From an optimization exercise on the open Yosys and OpenROAD flow, aimed at small area and a short achievable clock period; shortcuts taken in it are not production practice. In this exercise RTL edits were held to simulation tests only and were not proved equivalent to the original. Power and IR drop assume default switching activity.

## arb_res
module arb_res (
    input  wire        clk,
    input  wire        rst,
    input  wire        tick_i,
    input  wire        pause_i,
    input  wire        cmd_valid_i,
    input  wire        cmd_op_i,
    input  wire [5:0]  cmd_id_i,
    input  wire [15:0] cmd_lst_i,
    input  wire        cmd_nodl_i,
    input  wire        cmd_lock_i,
    input  wire        unlock_i,
    output wire        gnt_valid_o,
    output wire [5:0]  gnt_id_o,
    output wire        gnt_lock_o,
    output wire        gnt_miss_o,
    output wire [15:0] gnt_slack_o,
    output wire        locked_o,
    output wire        lock_over_o,
    output wire        lock_reject_o,
    output wire        rewrite_o,
    output wire [6:0]  sat_cnt_o,
    output wire [6:0]  shift_cnt_o,
    output wire [5:0]  ptr_o,
    output wire [15:0] now_o
);
Size: about 12000 cells after synthesis, roughly 96 I/O pins.
==> flow/config.mk <==
export PLATFORM = sky130hd
export DESIGN_NAME = arb_res
export DESIGN_NICKNAME = arb_res
export VERILOG_FILES = /design/flow/design.v
export SDC_FILE = /design/flow/constraint.sdc
export NUM_CORES = 8
export LEC_CHECK = 0
export CAP_MARGIN = 20
export CORE_MARGIN = 2
export CORE_UTILIZATION = 60
export CTS_CLUSTER_DIAMETER = 80
export CTS_CLUSTER_SIZE = 24
export SLEW_MARGIN = 20
export SYNTH_HIERARCHICAL = 1
export TNS_END_PERCENT = 10
==> flow/constraint.sdc <==
create_clock -name core_clock -period 48.0 [get_ports {clk}]
set_input_delay 9.6000 -clock core_clock [delete_from_list [all_inputs] [get_ports {clk}]]
set_output_delay 9.6000 -clock core_clock [all_outputs]
set_load 0.01 [all_outputs]
standard.sh (not shown) runs the stock make flow with config.mk's settings and CLKGATE_MAP_FILE= SYNTH_SCRIPT=/design/flow/synth_recipe.tcl, a recipe that flattens the netlist after the stock synthesis.
==> flow/flow/run.sh <==
#!/bin/bash
# Layout flow: the standard ORFS flow (standard.sh) with two changes.
#  1. Synthesis maps the logic with our own ABC scripts instead of ORFS's:
#     the small modules named in flow/speed_modules.txt with abc_speed.script
#     (ORFS's own speed script), everything else with abc_area.script. It is
#     otherwise the standard synthesis (synth_recipe.tcl, with the
#     settings of config.mk), so the registers keep their names and cells.
#  2. Timing repair aims at the setup slack margins in flow/margin.txt (ns):
#     the first up to clock tree synthesis, the second after it (global
#     route), so that the critical paths are sized for a shorter period than
#     the 48 ns clock. The constraints (clock, I/O delays, loads) are the standard flow's.
#  3. The port buffers are buf_2 cells.
# Each tool's output goes to synth.log / layout_cts.log / layout.log here, and ORFS's own logs
# under orfs/logs.
set -euo pipefail
W=$(pwd)
F=$W/flow
G=$W/flow_gen
mkdir -p "$G"
read -r MARGIN MARGIN2 < "$F/margin.txt"
SPEED=$(tr '\n' ' ' < "$F/speed_modules.txt")

sed "s|log_cmd abc {\*}\$abc_args|log_cmd abc -script $F/abc_speed.script {*}[lrange \$abc_args 2 end] $SPEED\n  log_cmd abc -script $F/abc_area.script {*}[lrange \$abc_args 2 end]|" \
    "$FLOW_HOME/scripts/synth.tcl" > "$G/synth.tcl"
grep -q "abc -script $F/abc_area.script" "$G/synth.tcl"
sed "s|source \$::env(SCRIPTS_DIR)/synth.tcl|source $G/synth.tcl|" synth_recipe.tcl > "$G/synth_recipe.tcl"
grep -q "source $G/synth.tcl" "$G/synth_recipe.tcl"

make -C "$FLOW_HOME" DESIGN_CONFIG="$W/config.mk" WORK_HOME="$W/orfs" CLKGATE_MAP_FILE= \
    SYNTH_SCRIPT="$G/synth_recipe.tcl" synth > "$W/synth.log" 2>&1

# ports get buf_2 buffers (ORFS's buffer_ports otherwise picks a delay cell)
for M in "$MARGIN" "$MARGIN2"; do
    sed "s|\"\${@:-finish}\"|SETUP_SLACK_MARGIN=$M 'BUFFER_PORTS_ARGS=-buffer_cell sky130_fd_sc_hd__buf_2' \"\${@:-finish}\"|" \
        standard.sh > "$G/standard_$M.sh"
    grep -q "SETUP_SLACK_MARGIN=$M" "$G/standard_$M.sh"
done
bash "$G/standard_$MARGIN.sh" cts > "$W/layout_cts.log" 2>&1
bash "$G/standard_$MARGIN2.sh" > "$W/layout.log" 2>&1
==> flow/flow/abc_area.script <==
&get -n
&st
&dch -f
&nf -R 1000
&put
==> flow/flow/abc_speed.script <==
&get -n
&st
&dch
&nf
&st
&syn2
&if -g -K 6
&synch2
&nf
&st
&syn2
&if -g -K 6
&synch2
&nf
&st
&syn2
&if -g -K 6
&synch2
&nf
&st
&syn2
&if -g -K 6
&synch2
&nf
&st
&syn2
&if -g -K 6
&synch2
&nf
&put
buffer -c
topo
stime -c
upsize -c
dnsize -c
==> flow/flow/margin.txt <==
25 20
==> flow/flow/speed_modules.txt <==
arb_kcmp
arb_out
arb_vsel
arb_pre
Next try:
==> flow/flow/margin.txt (replaced) <==
26 20
Effect:
- global-route usage rose by 0.70 points
- wire length rose slightly
- worst setup slack improves by 0.28 ns
- non-clock buffer count rose by 55
- power rose slightly
- cell count rose slightly
- area after synthesis is unchanged
- count of clock-buffer cells in the layout is unchanged


job 101:
Another version of the RTL of arb_res (not shown whole).
For scale: ~11,000 cells after synthesis, about 91,000 um^2 of cells after synthesis.
==> flow/config.mk <==
export PLATFORM = sky130hd
export DESIGN_NAME = arb_res
export DESIGN_NICKNAME = arb_res
export VERILOG_FILES = /design/flow/design.v
export SDC_FILE = /design/flow/constraint.sdc
export NUM_CORES = 8
export LEC_CHECK = 0
export CAP_MARGIN = 20
export CORE_MARGIN = 2
export CORE_UTILIZATION = 60
export CTS_CLUSTER_DIAMETER = 80
export CTS_CLUSTER_SIZE = 24
export SLEW_MARGIN = 20
export SYNTH_HIERARCHICAL = 1
export TNS_END_PERCENT = 10
==> flow/constraint.sdc <==
create_clock -name core_clock -period 48.0 [get_ports {clk}]
set_input_delay 9.6000 -clock core_clock [delete_from_list [all_inputs] [get_ports {clk}]]
set_output_delay 9.6000 -clock core_clock [all_outputs]
set_load 0.01 [all_outputs]
==> flow/flow/margin.txt <==
25 24.5
==> flow/flow/speed_modules.txt <==
arb_out
arb_vsel
Scripts as last shown in full above: flow/flow/run.sh, flow/flow/abc_area.script, flow/flow/abc_speed.script
Job 101: all stages complete, timing, DRC and antenna checks passed
### job 101 -> job 102
==> flow/flow/margin.txt <==
25 20
==> summary.txt <==
- Going from job 101 to job 102, area added between synthesis and finish lost 0.25 points, setup skew after layout neither gained nor lost much, overall power consumption neither gained nor lost much, HPWL after detailed placement neither gained nor lost much, clock buffer and inverter area fraction after layout neither gained nor lost much.
- Between job 101 and job 102, time the worst path needs with I/O delays and setup increased.

[static timing again, ports no longer ideal]
The flow's constraints put no driver on any port. The routed layouts listed below were extracted and timed again, unchanged, in two steps. Step 1: set_driving_cell puts a clkbuf_16 on clk and a buf_2 on each other input, an assumption about the parent block. Step 2 adds t to the input delays and takes it off the output delays; t is the mean of the earliest and latest rising clock arrival at the registers after step 1. Input paths then give back, and output paths get back, about the clock's delay inside the block. a / b / c = no drivers / after step 1 / after step 2; a / b = the first two.
| run | shift t [ns] | setup slack, ns | slew at the worst register clock pin (ns) | pins driven straight from the clock port |
|---|---|---|---|---|
| the first run of note 1 | 0.845 | 24.480 / 24.388 / 24.665 | 0.10 / 0.10 | 1 |
| the second run of note 1 | 0.848 | 24.759 / 24.669 / 24.839 | 0.11 / 0.11 | 1 |
| job 101 | 0.847 | 24.563 / 24.437 / 24.437 | 0.11 / 0.11 | 1 |
| job 102 | 0.845 | 24.508 / 24.412 / 24.487 | 0.11 / 0.11 | 1 |
After both steps setup and hold are still met in every run listed. The setup slack of job 101, which loses most, moves by -0.126 ns with the drivers and by -0.126 ns with both steps.
